From an optimization exercise on the open Yosys and OpenROAD flow, aimed at small area, a short achievable clock period and few clock cycles per item; shortcuts taken in it are not production practice.
The RTL was checked by simulation tests, not by an equivalence proof against the original design.
Power and IR drop assume default switching activity.

## run A
Design div_unit, start of the top module:
module div_unit (
    input  wire        clk,
    input  wire        rst,           
    input  wire        in_valid,
    output wire        in_ready,
    input  wire [63:0] in_a,          
    input  wire [63:0] in_b,          
    input  wire        in_signed,
    input  wire        in_w32,
    output reg         out_valid,
    output wire [63:0] out_q,         
    output wire [63:0] out_r,         
    output reg         out_z,
    output reg         out_n,
    output reg         out_c,
    output reg         out_v
);
Size: about 3400 cells after synthesis, ~210 flip-flops, roughly 270 I/O pins, ~27000 um2 of cells after synthesis.
Settings: LEC_CHECK=0, CAP_MARGIN=20, CORE_MARGIN=2, CORE_UTILIZATION=40, PLACE_DENSITY=0.6, SLEW_MARGIN=20; clock period 11.5 ns.
standard.sh (not shown) runs the stock make flow with config.mk's settings and CLKGATE_MAP_FILE= SYNTH_SCRIPT=/design/flow/synth_recipe.tcl, a recipe that flattens the netlist after the stock synthesis.
==> flow/flow/run.sh <==
#!/bin/bash
set -euo pipefail
export SETUP_SLACK_MARGIN=6.75
bash standard.sh > standard.log 2>&1
Testbench counts of run A, summed over its fixed seeds: cycles 208,728, divs 8,000.
The following lists how run B was set up differently from run A:
==> flow/flow/run.sh <==
#!/bin/bash
set -euo pipefail
export SETUP_SLACK_MARGIN=6.0
bash standard.sh > standard.log 2>&1
==> comparison <==
Comparing run A against run B, there is no change at all in final number of max-transition violations. In the flow results for run A and run B, the sequential share of layout area is larger on run B. What run A reported for internal power of the cells has to be multiplied by 0.944 to get the figure for run B. Going from run A to run B, the worst setup slack was found to have gone down by 0.62 ns.
The following lists how run C was set up differently from run B:
==> flow/flow/run.sh <==
#!/bin/bash
set -euo pipefail
export SETUP_SLACK_MARGIN=7.0
bash standard.sh > standard.log 2>&1
Findings:
Filler-free cell count of the finished design in run C vs run B: up 5.2%
The core of run C is more densely filled than that of run B.
Run C: final worst-path cycle share 6.8 points below run B
Number of setup buffers added after CTS: run C and run B compared, lower one is run B
Setup changes, run C to run D
# run C
export LEC_CHECK = 0
export CAP_MARGIN = 20
export CORE_MARGIN = 2
export CORE_UTILIZATION = 40
export PLACE_DENSITY = 0.6
export SLEW_MARGIN = 20
create_clock -name core_clock -period 11.5 [get_ports {clk}]
# run D
export LEC_CHECK = 0
export CAP_MARGIN = 20
export CORE_MARGIN = 2
export CORE_UTILIZATION = 40
export PLACE_DENSITY = 0.6
export SLEW_MARGIN = 20
export TNS_END_PERCENT = 50
create_clock -name core_clock -period 11.5 [get_ports {clk}]
--- outcome ---
For filler-free cell count of the finished design, run C and run D come out practically identical.
As far as area added between synthesis and finish is concerned, run D and run C perform about the same.
Changes observed in run D relative to run C: power consumption ~0 delta, maximum achievable frequency -about 0.4%, final period utilization +0.15 points, multi-input gate share of total cell area +0.19 points.
Where iteration-0 DRC count of the detailed router is concerned, run C is outperformed by run D.
Run D vs. run C: design area about even; worst voltage drop across the vdd grid now sits at about the same level.
[inputs] run E vs run D
# run D
export LEC_CHECK = 0
export CAP_MARGIN = 20
export CORE_MARGIN = 2
export CORE_UTILIZATION = 40
export PLACE_DENSITY = 0.6
export SLEW_MARGIN = 20
export TNS_END_PERCENT = 50
create_clock -name core_clock -period 11.5 [get_ports {clk}]
# run E
export LEC_CHECK = 0
export CAP_MARGIN = 20
export CORE_MARGIN = 2
export CORE_UTILIZATION = 40
export PLACE_DENSITY = 0.6
export SLEW_MARGIN = 20
create_clock -name core_clock -period 11.5 [get_ports {clk}]
==> flow/flow/run.sh <==
#!/bin/bash
set -euo pipefail
export SETUP_SLACK_MARGIN=6.9
bash standard.sh > standard.log 2>&1
--- outcome ---
NOTE: share of the final layout cell area in multi-input gates in run E exceeds that of run D. From run D to run E the numbers moved as follows: global routing usage on met2 down 1.0 points; cell area power density saw an increase. Relative to run D, the cell area measured on run E has decreased by a few percent. Between run E and run D, the difference in number of fillers in the final layout is negligible. Compared with run D, run E shows design internal power higher by about 0.9%. Going from run D to run E, sequential-cell power consumption neither gained nor lost much; arrival time reported for the critical path endpoint grew by 0.05 ns. Run E: clock share of power 1.1 points above run D. On run E: least setup slack across all paths after layout is 0.048 ns lower than what run D gave. Sum of routed wire length over all layers: run E better than run D.


== JK ==
div_unit, a different RTL version from the one above (not shown whole).
Size in the first run: roughly 2100 cells after synthesis, roughly 270 I/O pins, roughly 0.018 mm2 of cells after synthesis.
clock: 11.5 ns
lec_check: 0
cap_margin: 20
core_margin: 2
core_utilization: 40
place_density: 0.6
slew_margin: 20
run.sh (not shown) runs the stock make flow with config.mk's settings and CLKGATE_MAP_FILE= SYNTH_SCRIPT=/design/flow/synth_recipe.tcl, a recipe that flattens the netlist after the stock synthesis.
Stock flow here: none of the scripts above is used.
Testbench counts of JK, summed over its fixed seeds: cycles 409,448, divs 8,000.
diff inputs: JK => MS
==> flow/flow/run.sh (new file) <==
#!/bin/bash
set -euo pipefail
export SETUP_SLACK_MARGIN=7.8
bash standard.sh > standard.log 2>&1
==> flow/standard.sh (new file) <==
#!/bin/bash
# synth_recipe.tcl (not shown) runs the flow's synth.tcl, then flattens the netlist and writes it again
# the make line also repeats each setting of config.mk as NAME=value (left out here)
make -C /OpenROAD-flow-scripts/flow DESIGN_CONFIG=/design/flow/config.mk WORK_HOME=/design/flow/orfs CLKGATE_MAP_FILE= SYNTH_SCRIPT=/design/flow/synth_recipe.tcl "${@:-finish}"
removed: flow/run.sh
==> run notes <==
- Compared with JK, MS improves post-layout worst setup margin.
- Taking JK as the reference, in MS first-pass GRT wire length up 8.8%; number of clock buffer instances in the layout down 2; final weighted congestion in routability-driven placement down about 1.3%; total length of routed wires up about 14%.
- JK ended up with flop to flop as its type of the setup path with the least slack; MS ended up with flop to output pin.
- r[25]$_DFFE_PP_ as the critical path startpoint was reported by MS, and a[63]$_DFFE_PP_ by JK.
- [MS] multi-input logic cell count rose 9 relative to JK


## onyx
div_unit with an RTL version that a note above also has.
For scale: ~270 I/O pins, roughly 27000 sq um of cells after synthesis.
==> flow/design.v (excerpt) <==
module div_unit (
    input  wire        clk,
    input  wire        rst,           
    input  wire        in_valid,
    output wire        in_ready,
    input  wire [63:0] in_a,          
    input  wire [63:0] in_b,          
    input  wire        in_signed,
    input  wire        in_w32,
    output reg         out_valid,
    output wire [63:0] out_q,         
    output wire [63:0] out_r,         
    output reg         out_z,
    output reg         out_n,
    output reg         out_c,
    output reg         out_v
);
    reg         busy;        
    reg         fix;         
    reg  [4:0]  cnt;
    reg  [63:0] a;           
    reg  [63:0] r;           
    reg  [63:0] qd;          
    reg         cin;         
    reg         sgn, w32, nega, qneg, dz;
    assign in_ready = ~busy & ~fix;
    assign out_q    = a;
    assign out_r    = r;
    wire        x_neg  = in_signed & (in_w32 ? in_a[31] : in_a[63]);
    wire [63:0] n_in   = fix ? a : in_a;
    wire        n_en   = fix ? qneg : x_neg;
    wire [63:0] n_out  = n_en ? (~n_in + 64'd1) : n_in;
    wire [63:0] a_init = in_w32 ? {n_out[31:0], 32'd0} : n_out;
    wire        d_neg  = in_signed & (in_w32 ? in_b[31] : in_b[63]);
    wire [63:0] d_ext  = in_w32 ? {{32{d_neg}}, in_b[31:0]} : in_b;
    wire [67:0] p  = {2'b00, r, a[63:62]};
    wire [67:0] m1 = {4'b1111, qd};
    wire [67:0] m2 = {3'b111, qd, cin};
    wire [67:0] s1 = p + m1 + {67'd0, cin};
    wire [67:0] s2 = p + m2 + {67'd0, cin};
    wire [67:0] cs_s = p ^ m1 ^ m2;
    wire [67:0] cs_c = (p & m1) | (p & m2) | (m1 & m2);
    wire [67:0] s3 = cs_s + {cs_c[66:0], cin} + {67'd0, cin};
    wire        d1 = ~s1[67];
    wire        d2 = ~s2[67];
    wire        d3 = ~s3[67];
    wire [63:0] r_nx = d3 ? s3[63:0] : d2 ? s2[63:0] : d1 ? s1[63:0] : p[63:0];
    wire [1:0]  qdig = {d2, d3 | (d1 & ~d2)};
    wire        last = (cnt[3:0] == 4'd15) & (w32 | cnt[4]);
    wire [63:0] q_full = dz ? 64'hFFFF_FFFF_FFFF_FFFF : n_out;
    wire [63:0] r_full = nega ? (~r + 64'd1) : r;
    wire [63:0] q_fin  = w32 ? {{32{sgn & q_full[31]}}, q_full[31:0]} : q_full;
    wire [63:0] r_fin  = w32 ? {{32{sgn & r_full[31]}}, r_full[31:0]} : r_full;
    wire        q_ovf  = sgn & (w32 ? (qneg ? (a[31] & (a[30:0] != 31'd0)) : a[31])
  ...
clock: 11.5 ns
lec_check: 0
cap_margin: 20
core_margin: 2
core_utilization: 40
place_density: 0.6
slew_margin: 20
standard.sh (not shown) runs the stock make flow with config.mk's settings and CLKGATE_MAP_FILE= SYNTH_SCRIPT=/design/flow/synth_recipe.tcl, a recipe that flattens the netlist after the stock synthesis.
==> flow/flow/run.sh <==
#!/bin/bash
set -euo pipefail
export SETUP_SLACK_MARGIN=7.5
bash standard.sh > standard.log 2>&1
Every stage of the flow completed for onyx, and the final layout passed the timing, DRC and antenna checks.
Testbench counts of onyx, summed over its fixed seeds: cycles 208,728, divs 8,000.
Input changes introduced in ember (baseline for comparison: onyx):
-- flow/flow/run.sh --
<<< onyx, line 3
export SETUP_SLACK_MARGIN=7.5
>>> ember, line 3
export SETUP_SLACK_MARGIN=7.25
## What came out
Summary of ember over onyx: gate count of the mapped netlist has remained practically unchanged; sequential power grew by about 3%; total power after layout went down. End-of-flow core utilization was lower in the run labelled ember. Higher critical path depth among ember and onyx: ember. Number of resized instances in the post-cts repair step shrinks by more than a quarter when moving from onyx to ember. Post-route worst setup slack: ember vs onyx down 0.13 ns. Sum of routed wire segments on met1, ember and onyx: larger value in onyx. ember: number of clock-tree buffers in the layout 28% below onyx. Cell area (ember vs. onyx) decreases by a few percent.


div_unit again, from the RTL that the note above started with.
Design div_unit, start of the top module:
module div_unit (
    input  wire        clk,
    input  wire        rst,           
    input  wire        in_valid,
    output wire        in_ready,
    input  wire [63:0] in_a,          
    input  wire [63:0] in_b,          
    input  wire        in_signed,
    input  wire        in_w32,
    output reg         out_valid,
    output wire [63:0] out_q,         
    output wire [63:0] out_r,         
    output reg         out_z,
    output reg         out_n,
    output reg         out_c,
    output reg         out_v
);
    reg         busy;        
    reg         fix;         
    reg  [4:0]  cnt;
    reg  [63:0] a;           
    reg  [63:0] r;           
    reg  [63:0] qd;          
    reg         cin;         
    reg         sgn, w32, nega, qneg, dz;
    assign in_ready = ~busy & ~fix;
    assign out_q    = a;
    assign out_r    = r;
    wire        x_neg  = in_signed & (in_w32 ? in_a[31] : in_a[63]);
    wire [63:0] n_in   = fix ? a : in_a;
  ...
clock: 11.5 ns
lec_check: 0
cap_margin: 20
core_margin: 2
core_utilization: 60
place_density: 0.8
setup_slack_margin: 5
slew_margin: 20
run.sh (not shown) runs the stock make flow with config.mk's settings and CLKGATE_MAP_FILE= SYNTH_SCRIPT=/design/flow/synth_recipe.tcl, a recipe that flattens the netlist after the stock synthesis.
Stock flow here: none of the scripts above is used.
Testbench counts at the start, summed over its fixed seeds: cycles 208,728, divs 8,000.
Then changed:
Settings changed: CORE_UTILIZATION 60 to 40, PLACE_DENSITY 0.8 to 0.6.
Die area rose by well over a third.
Area after synthesis stays the same.
Non-clock buffer count increases by 4.
Critical path depth decreases by 5.


Setup of job 105:
div_unit, a different RTL version from the one above (not shown whole).
Size: about 270 I/O pins, about 26000 um2 of cells after synthesis.
clock: 11.5 ns
lec_check: 0
cap_margin: 20
core_margin: 2
core_utilization: 40
place_density: 0.6
slew_margin: 20
Looking at the reports, job 105 completed the entire flow and the layout it produced met the timing, DRC and antenna checks.
Testbench counts of job 105, summed over its fixed seeds: cycles 200,728, divs 8,000.
Inputs modified between job 105 and job 101:
-- flow/config.mk --
<<< job 105, line 10
export CORE_UTILIZATION = 40
export PLACE_DENSITY = 0.6
export SLEW_MARGIN = 20
>>> job 101, line 10
export CORE_UTILIZATION = 40
export PLACE_DENSITY = 0.6
export SETUP_SLACK_MARGIN = 5
export SLEW_MARGIN = 20
==> comparison <==
In job 101, final area is higher than in job 105.
Switching power for job 101: 0.046 mW up relative to job 105
Comparing job 101 against job 105, there is no change at all in area of the die.

## static timing again, ports no longer ideal
The flow's constraints put no driver on any port. The routed layouts listed below were extracted and timed again, unchanged, in two steps.
Step 1 assumes that a clkbuf_16 drives the clock port and a buf_2 every other input.
Step 2 moves the port delays by t, midway between the first and last clock arrival at a register: inputs arrive t later, outputs are due t later. That takes back most of the time a late clock gives input paths.
Three values: ideal ports, drivers, drivers and shift; two values: the first two.
| run | t (ns) | setup WS [ns] | worst setup path after step 2 | worst register clock-pin slew, ns | pins driven straight from the clock port |
|---|---|---|---|---|---|
| run A | 0.647 | 6.794 / 6.777 / 6.228 | input to register | 0.07 / 0.07 | 1 |
| run B | 0.657 | 6.172 / 6.172 / 5.645 | input to register | 0.07 / 0.07 | 1 |
| run C | 0.670 | 6.956 / 6.956 / 6.451 | input to register | 0.07 / 0.07 | 1 |
| run D | 0.672 | 6.939 / 6.915 / 6.408 | input to register | 0.07 / 0.07 | 1 |
| run E | 0.671 | 6.891 / 6.891 / 6.302 | input to register | 0.07 / 0.07 | 1 |
| JK | 0.621 | 6.028 / 6.028 / 6.028 | register to register | 0.06 / 0.06 | 1 |
| MS | 0.634 | 7.697 / 7.641 / 7.382 | input to register | 0.07 / 0.07 | 1 |
| onyx | 0.675 | 7.027 / 7.027 / 6.595 | input to register | 0.07 / 0.07 | 1 |
| ember | 0.667 | 6.896 / 6.896 / 6.634 | input to register | 0.07 / 0.07 | 1 |
| the first run of note 4 | 0.648 | 5.263 / 5.263 / 5.263 | register to register | 0.07 / 0.07 | 1 |
| the second run of note 4 | 0.663 | 5.506 / 5.506 / 5.506 | register to register | 0.07 / 0.07 | 1 |
| job 105 | 0.589 | 3.897 / 3.839 / 4.429 | register to output | 0.07 / 0.07 | 1 |
| job 101 | 0.597 | 4.829 / 4.767 / 4.903 | input to register | 0.07 / 0.07 | 1 |
After both steps setup and hold are still met in every run listed. For run E, which loses most, drivers alone change the setup slack by 0.000 ns; drivers and shift together by -0.589 ns.
